Background: an optimization exercise with open tools, aiming at small area. Do not read the settings as production practice.
RTL that was checked went through simulation tests only; none was proved equivalent to the original.
Power is estimated from default activity; no workload was simulated.

== gamma ==
## chk_unit
module chk_unit (
    input  wire        clk,
    input  wire        rst,
    input  wire        req_valid,
    input  wire        req_write,
    input  wire [6:0]  req_addr,
    input  wire [31:0] req_wdata,
    input  wire [2:0]  req_src,
    input  wire [2:0]  req_jet,
    output reg         rsp_valid,
    output reg         rsp_denied,
    output reg  [31:0] rsp_rdata,
    input  wire [7:0]  fold_addr,
    input  wire        tick_ms,
    input  wire        jet_stop,
    input  wire [2:0]  jet_stop_id,
    input  wire        steward_stop,
    input  wire        lockout,
    output wire        mismatch_evt,
    output reg  [2:0]  mismatch_ch
);
export LEC_CHECK = 0
export CAP_MARGIN = 10
export CORE_MARGIN = 2
export CORE_UTILIZATION = 60
export GPL_ROUTABILITY_DRIVEN = 0
export SLEW_MARGIN = 10
create_clock -name core_clock -period 13.0 [get_ports {clk}]
standard.sh (not shown) runs the stock make flow with config.mk's settings and CLKGATE_MAP_FILE= SYNTH_SCRIPT=/design/flow/synth_recipe.tcl, a recipe that flattens the netlist after the stock synthesis.
==> flow/flow/run.sh <==
#!/bin/bash
# Own layout flow.
# 1. The standard synthesis (standard.sh synth).
# 2. The same synthesis again with an area-oriented ABC mapping script
#    (area_synth.tcl, abc_area_map.script, bias_lib.py); its netlist replaces
#    the standard one only if it holds exactly the same registers (names and
#    cell types).
# 3. The standard ORFS layout steps, with clock tree and port buffer
#    settings of our own.
# Each tool's output goes to a log of its own in this folder.
set -euo pipefail
W=$(pwd)
R=$W/orfs/results/$FLOW_PLATFORM/chk_unit/base
A=$W/orfs_area/results/$FLOW_PLATFORM/chk_unit/base

bash standard.sh synth > 1_standard_synth.log 2>&1
cp $R/1_2_yosys.v $W/standard_synth.v

python3 flow/bias_lib.py $FLOW_HOME/platforms/$FLOW_PLATFORM/lib/sky130_fd_sc_hd__tt_025C_1v80.lib \
  $W/abc_bias.lib 5.0 > 2_bias_lib.log 2>&1
if bash standard.sh WORK_HOME=$W/orfs_area SYNTH_SCRIPT=$W/flow/area_synth.tcl synth \
     > 2_area_synth.log 2>&1 \
   && python3 flow/regs_match.py $W/standard_synth.v $A/1_2_yosys.v > 2_regs_match.log 2>&1; then
  cp $A/1_2_yosys.v $R/1_2_yosys.v
  touch $R/1_2_yosys.v
fi

bash standard.sh \
  "CTS_ARGS=-sink_clustering_enable -repair_clock_nets -sink_clustering_size 10 -sink_clustering_max_diameter 40 -buf_list sky130_fd_sc_hd__clkbuf_4 -dont_use_dummy_load" \
  "BUFFER_PORTS_ARGS=-buffer_cell sky130_fd_sc_hd__buf_1" \
  finish > 3_layout.log 2>&1
Other scripts of this flow, unchanged in this note and not shown: flow/flow/abc_area_map.script, flow/flow/area_synth.tcl, flow/flow/bias_lib.py, flow/flow/regs_match.py
gamma: all stages complete, timing, DRC and antenna checks passed
> inputs changed (gamma -> beta)
--- a/flow/design.v
+++ b/flow/design.v
@@ -62,13 +62,13 @@
     reg [1:0]  act_poly;
     reg        act_x0;
     reg [15:0] seq;
     reg [29:0] fsrc;
     reg [12:0] fcnt;
     reg [31:0] cmp, crc, res;
-    reg [7:0]  alive;
+    reg [7:0]  alive;       
     reg [1:0]  cuf;
     reg [1:0]  last_end;
     reg        feed_st, mm_flag;
     reg [3:0]  own;
     reg [6:0]  stamp;
     wire [1:0] cfg_x, act_x;
@@ -646,13 +646,14 @@
                 default: x0 = 32'hFFFF_FFFF;
             endcase
         end else begin
             x0 = crc_c;
         end
     end
-    wire [7:0]  cbyte = cnt4 ? {4'h0, alive_c[3:0]} : alive_c;
+    wire [7:0]  cinc  = alive_c + 8'd1;
+    wire [7:0]  cbyte = {(cnt4 || cuf_c[0]) ? 4'h0 : cinc[7:4], cinc[3:0]};
     wire [31:0] dsw   = {wd[7:0], wd[15:8], wd[23:16], wd[31:24]};
     wire        swap  = act_c[4];
     wire [31:0] edata = is_ctl ? (priv ? {8'h00, fold_addr, seq_c} : {24'h0, cbyte})
                                : ((r == R_DATA && swap) ? dsw : wd);
     wire        one   = (r == R_BYTE) || (is_ctl && !priv);
     wire        none  = is_ctl && !(priv && start) && !cnt;
@@ -664,21 +665,21 @@
             2'd0:    begin fin_v = {16'h0000, y[15:0]};       mask = 32'h0000_FFFF; end
             2'd3:    begin fin_v = {24'h000000, ~y[7:0]};      mask = 32'h0000_00FF; end
             default: begin fin_v = ~y;                         mask = 32'hFFFF_FFFF; end
         endcase
     end
     wire [31:0] diff = fin_v ^ cmp_c;
-    reg  [7:0]  mm_part;
+    reg  [3:0]  mm_part;
     reg         mm_pend;
     integer k;
     always @(posedge clk) begin
-        for (k = 0; k < 8; k = k + 1)
-            mm_part[k] <= mask[4*k] && (|diff[4*k +: 4]);
+        for (k = 0; k < 4; k = k + 1)
+            mm_part[k] <= mask[8*k] && (|diff[8*k +: 8]);
         mm_pend <= !rst && ok && fin && cmp_en;
     end
-    assign mismatch_evt = mm_pend && (mm_part != 8'h00);
+    assign mismatch_evt = mm_pend && (mm_part != 4'h0);
     wire [7:0] mm_set = {8{mismatch_evt}} & (8'd1 << mismatch_ch);
     wire [3:0] own_s = start ? id : own_c;
     wire [3:0] d_own = (b_abort || (!b_feed && b_finish)) ? IDLE : own_s;
     wire       rel_w = (d_own != IDLE) && (lockout ||
                                            (jet_stop && d_own == {1'b1, jet_stop_id}) ||
                                            (steward_stop && d_own == 4'b0100));
@@ -689,13 +690,13 @@
                               : {wd[16], wd[4], wd[1:0], priv ? {1'b0, wd[12]} : wd[9:8]};
     wire [15:0] d_seq   = rst ? 16'h0 : (r == R_SEQ) ? wd[15:0] : seq_c + 16'd1;
     wire [29:0] d_fsrc  = rst ? 30'h0 : {wd[31:30], wd[27:0]};
     wire [12:0] d_fcnt  = rst ? 13'h0 : wd[12:0];
     wire [31:0] d_cmp   = rst ? 32'h0 : wd;
     wire [31:0] d_res   = rst ? 32'h0 : fin_v;
-    wire [7:0]  d_alive = rst ? 8'h0 : cnt4 ? {4'h0, alive_c[3:0] + 4'd1} : alive_c + 8'd1;
+    wire [7:0]  d_alive = rst ? 8'hFF : cbyte;
     wire [1:0]  d_cuf   = rst ? 2'd0 : {1'b1, cnt4};
     wire [1:0]  d_le    = b_abort ? 2'd2 : 2'd1;
     wire w_cfg   = (r == R_CFG);
     wire w_seq   = (r == R_SEQ) || seq_inc;
     wire w_fsrc  = (r == R_FSRC);
     wire w_fcnt  = (r == R_FCNT);
@@ -736,14 +737,13 @@
                 .q_own(q_own)
             );
             assign q_all[g] = {q_crc, q_res, q_cmp, q_fsrc, q_fcnt, q_seq, q_cfg, q_act,
                                q_alive, q_cuf, q_own, q_le, q_mm, q_fd};
         end
     endgenerate
-    wire [7:0] cnt_used = !cuf_c[1] ? 8'h00
-                        : cuf_c[0] ? {4'h0, alive_c[3:0] - 4'd1} : alive_c - 8'd1;
+    wire [7:0] cnt_used = cuf_c[1] ? alive_c : 8'h00;
     wire [2:0] owner    = !active_c ? 3'd0 : own_c[3] ? 3'd1 : own_c[2:0];
     wire [2:0] ojet     = own_c[3] ? own_c[2:0] : 3'd0;
     reg [31:0] rdata;
     always @(*) begin
         case (r)
             R_CFG:  rdata = {15'h0, cfg_c[5], 3'h0, priv & cfg_c[0], 2'h0,
==> notes.md <==
- Comparing beta and gamma, the lower area overhead of the layout relative to synthesis was measured on gamma.
- After detailed routing, gamma needs more wire than beta.
- Final non-filler cell area: beta > gamma
- beta ended with less worst setup slack than gamma.
- | die area | beta vs gamma | ≈ equal |
- Endpoint of the worst setup timing path = mm_part[2]: beta; endpoint of the worst setup timing path = chan[1].u_ch.res[6]: gamma
- Changes observed in beta relative to gamma: number of cells in the finished layout apart from fillers went up, standard cell area after detailed placement went up, footprint of the multi-input gates went up.
- Portion of total power attributed to sequential cells in beta is 1.2 points higher than in gamma
No functional check of the RTL was part of beta.

* * *

== main ==
Another version of the RTL of chk_unit (not shown whole).
For scale: roughly 100 I/O pins, ~63000 sq um of cells after synthesis.
Settings: LEC_CHECK=0, CAP_MARGIN=20, CORE_MARGIN=2, CORE_UTILIZATION=60, SLEW_MARGIN=20; clock period 13.0 ns.
==> flow/flow/run.sh <==
#!/bin/bash
# Own layout flow.
# 1. The standard synthesis (standard.sh synth).
# 2. The same synthesis again with an area-oriented ABC mapping script
#    (area_synth.tcl, abc_area_map.script, bias_lib.py); its netlist replaces
#    the standard one only if it holds exactly the same registers (names and
#    cell types).
# 3. The standard ORFS layout steps, with clock tree and port buffer
#    settings of our own.
# Each tool's output goes to a log of its own in this folder.
set -euo pipefail
W=$(pwd)
R=$W/orfs/results/$FLOW_PLATFORM/chk_unit/base
A=$W/orfs_area/results/$FLOW_PLATFORM/chk_unit/base

bash standard.sh synth > 1_standard_synth.log 2>&1
cp $R/1_2_yosys.v $W/standard_synth.v

python3 flow/bias_lib.py $FLOW_HOME/platforms/$FLOW_PLATFORM/lib/sky130_fd_sc_hd__tt_025C_1v80.lib \
  $W/abc_bias.lib 5.0 > 2_bias_lib.log 2>&1
if bash standard.sh WORK_HOME=$W/orfs_area SYNTH_SCRIPT=$W/flow/area_synth.tcl synth \
     > 2_area_synth.log 2>&1 \
   && python3 flow/regs_match.py $W/standard_synth.v $A/1_2_yosys.v > 2_regs_match.log 2>&1; then
  cp $A/1_2_yosys.v $R/1_2_yosys.v
  touch $R/1_2_yosys.v
fi

bash standard.sh \
  "CTS_ARGS=-sink_clustering_enable -repair_clock_nets -sink_clustering_size 16 -sink_clustering_max_diameter 60 -buf_list sky130_fd_sc_hd__clkbuf_8 -dont_use_dummy_load" \
  "BUFFER_PORTS_ARGS=-buffer_cell sky130_fd_sc_hd__buf_1" \
  finish > 3_layout.log 2>&1
Other scripts of this flow, unchanged in this note and not shown: flow/flow/abc_area_map.script, flow/flow/area_synth.tcl, flow/flow/bias_lib.py, flow/flow/regs_match.py
main closes out successfully: all stages finished, all timing, DRC and antenna checks passed.
> inputs changed (main -> the feature branch)
--- a/flow/design.v
+++ b/flow/design.v
@@ -657,25 +657,25 @@
     chk_crc u_crc (.poly(poly), .x(x0), .d(edata), .one(one), .none(none), .y(y));
     reg [31:0] fin_v, mask;
     always @(*) begin
         case (poly)
             2'd0:    begin fin_v = {16'h0000, y[15:0]};       mask = 32'h0000_FFFF; end
             2'd3:    begin fin_v = {24'h000000, ~y[7:0]};      mask = 32'h0000_00FF; end
             default: begin fin_v = ~y;                         mask = 32'hFFFF_FFFF; end
         endcase
     end
-    wire [31:0] diff = fin_v ^ (cmp_c & mask);
+    wire [31:0] diff = fin_v ^ cmp_c;
     reg  [7:0]  mm_part;
     reg         mm_pend;
     integer k;
     always @(posedge clk) begin
         for (k = 0; k < 8; k = k + 1)
-            mm_part[k] <= |diff[4*k +: 4];
+            mm_part[k] <= mask[4*k] && (|diff[4*k +: 4]);
         mm_pend <= !rst && ok && fin && cmp_en;
     end
     assign mismatch_evt = mm_pend && (mm_part != 8'h00);
     wire [7:0] mm_set = {8{mismatch_evt}} & (8'd1 << mismatch_ch);
     wire [3:0] own_s = start ? id : own_c;
     wire [3:0] d_own = (b_abort || (!b_feed && b_finish)) ? IDLE : own_s;
     wire       rel_w = (d_own != IDLE) && (lockout ||
                                            (jet_stop && d_own == {1'b1, jet_stop_id}) ||
                                            (steward_stop && d_own == 4'b0100));
==> notes.md <==
Fmax: the feature branch above main. The feature branch gives less clock-buffer cell count than main did. Via count of the first global-routing pass of the feature branch falls short of that of main slightly. The part of the power in combinational logic reported for the feature branch is greater than that of main by 2.3 points. The feature branch vs main, number of cells in the design after placement went up by about 0.65%. Critical path depth, the feature branch and main: lower on the feature branch. Looking at launch point of the critical path, the req_addr[6] result is from the feature branch; the req_addr[5] one comes from main.
The RTL of the feature branch was laid out without a check of its function.

-- port drivers added, routing unchanged --
The flow's constraints put no driver on any port. The routed layouts listed below were extracted and timed again, unchanged, in two steps. Step 1: set_driving_cell puts a clkbuf_16 on clk and a buf_2 on each other input, an assumption about the parent block. Step 2 also shifts input and output timing later by t, the mid clock arrival at the registers, as if the neighbouring blocks saw the same clock. Slacks: no drivers / after step 1 / after step 2; pairs: no drivers / after step 1.
run | t, ns | slack for setup (ns) | clock arrival spread, ns | slew at the worst register clock pin (ns)
gamma | 1.167 | 1.116 / 1.158 / -0.010 | 0.214 / 0.215 | 0.11 / 0.11
beta | 1.157 | 1.094 / 1.149 / -0.008 | 0.160 / 0.160 | 0.11 / 0.11
main | 0.845 | 0.897 / 0.919 / 0.075 | 0.157 / 0.157 | 0.10 / 0.10
the feature branch | 0.830 | 1.098 / 1.143 / 0.314 | 0.174 / 0.173 | 0.11 / 0.11
With both steps, setup timing fails in gamma and beta, where it was met with ideal ports. The setup slack of gamma, which loses most, moves by +0.042 ns with the drivers and by -1.126 ns with both steps.
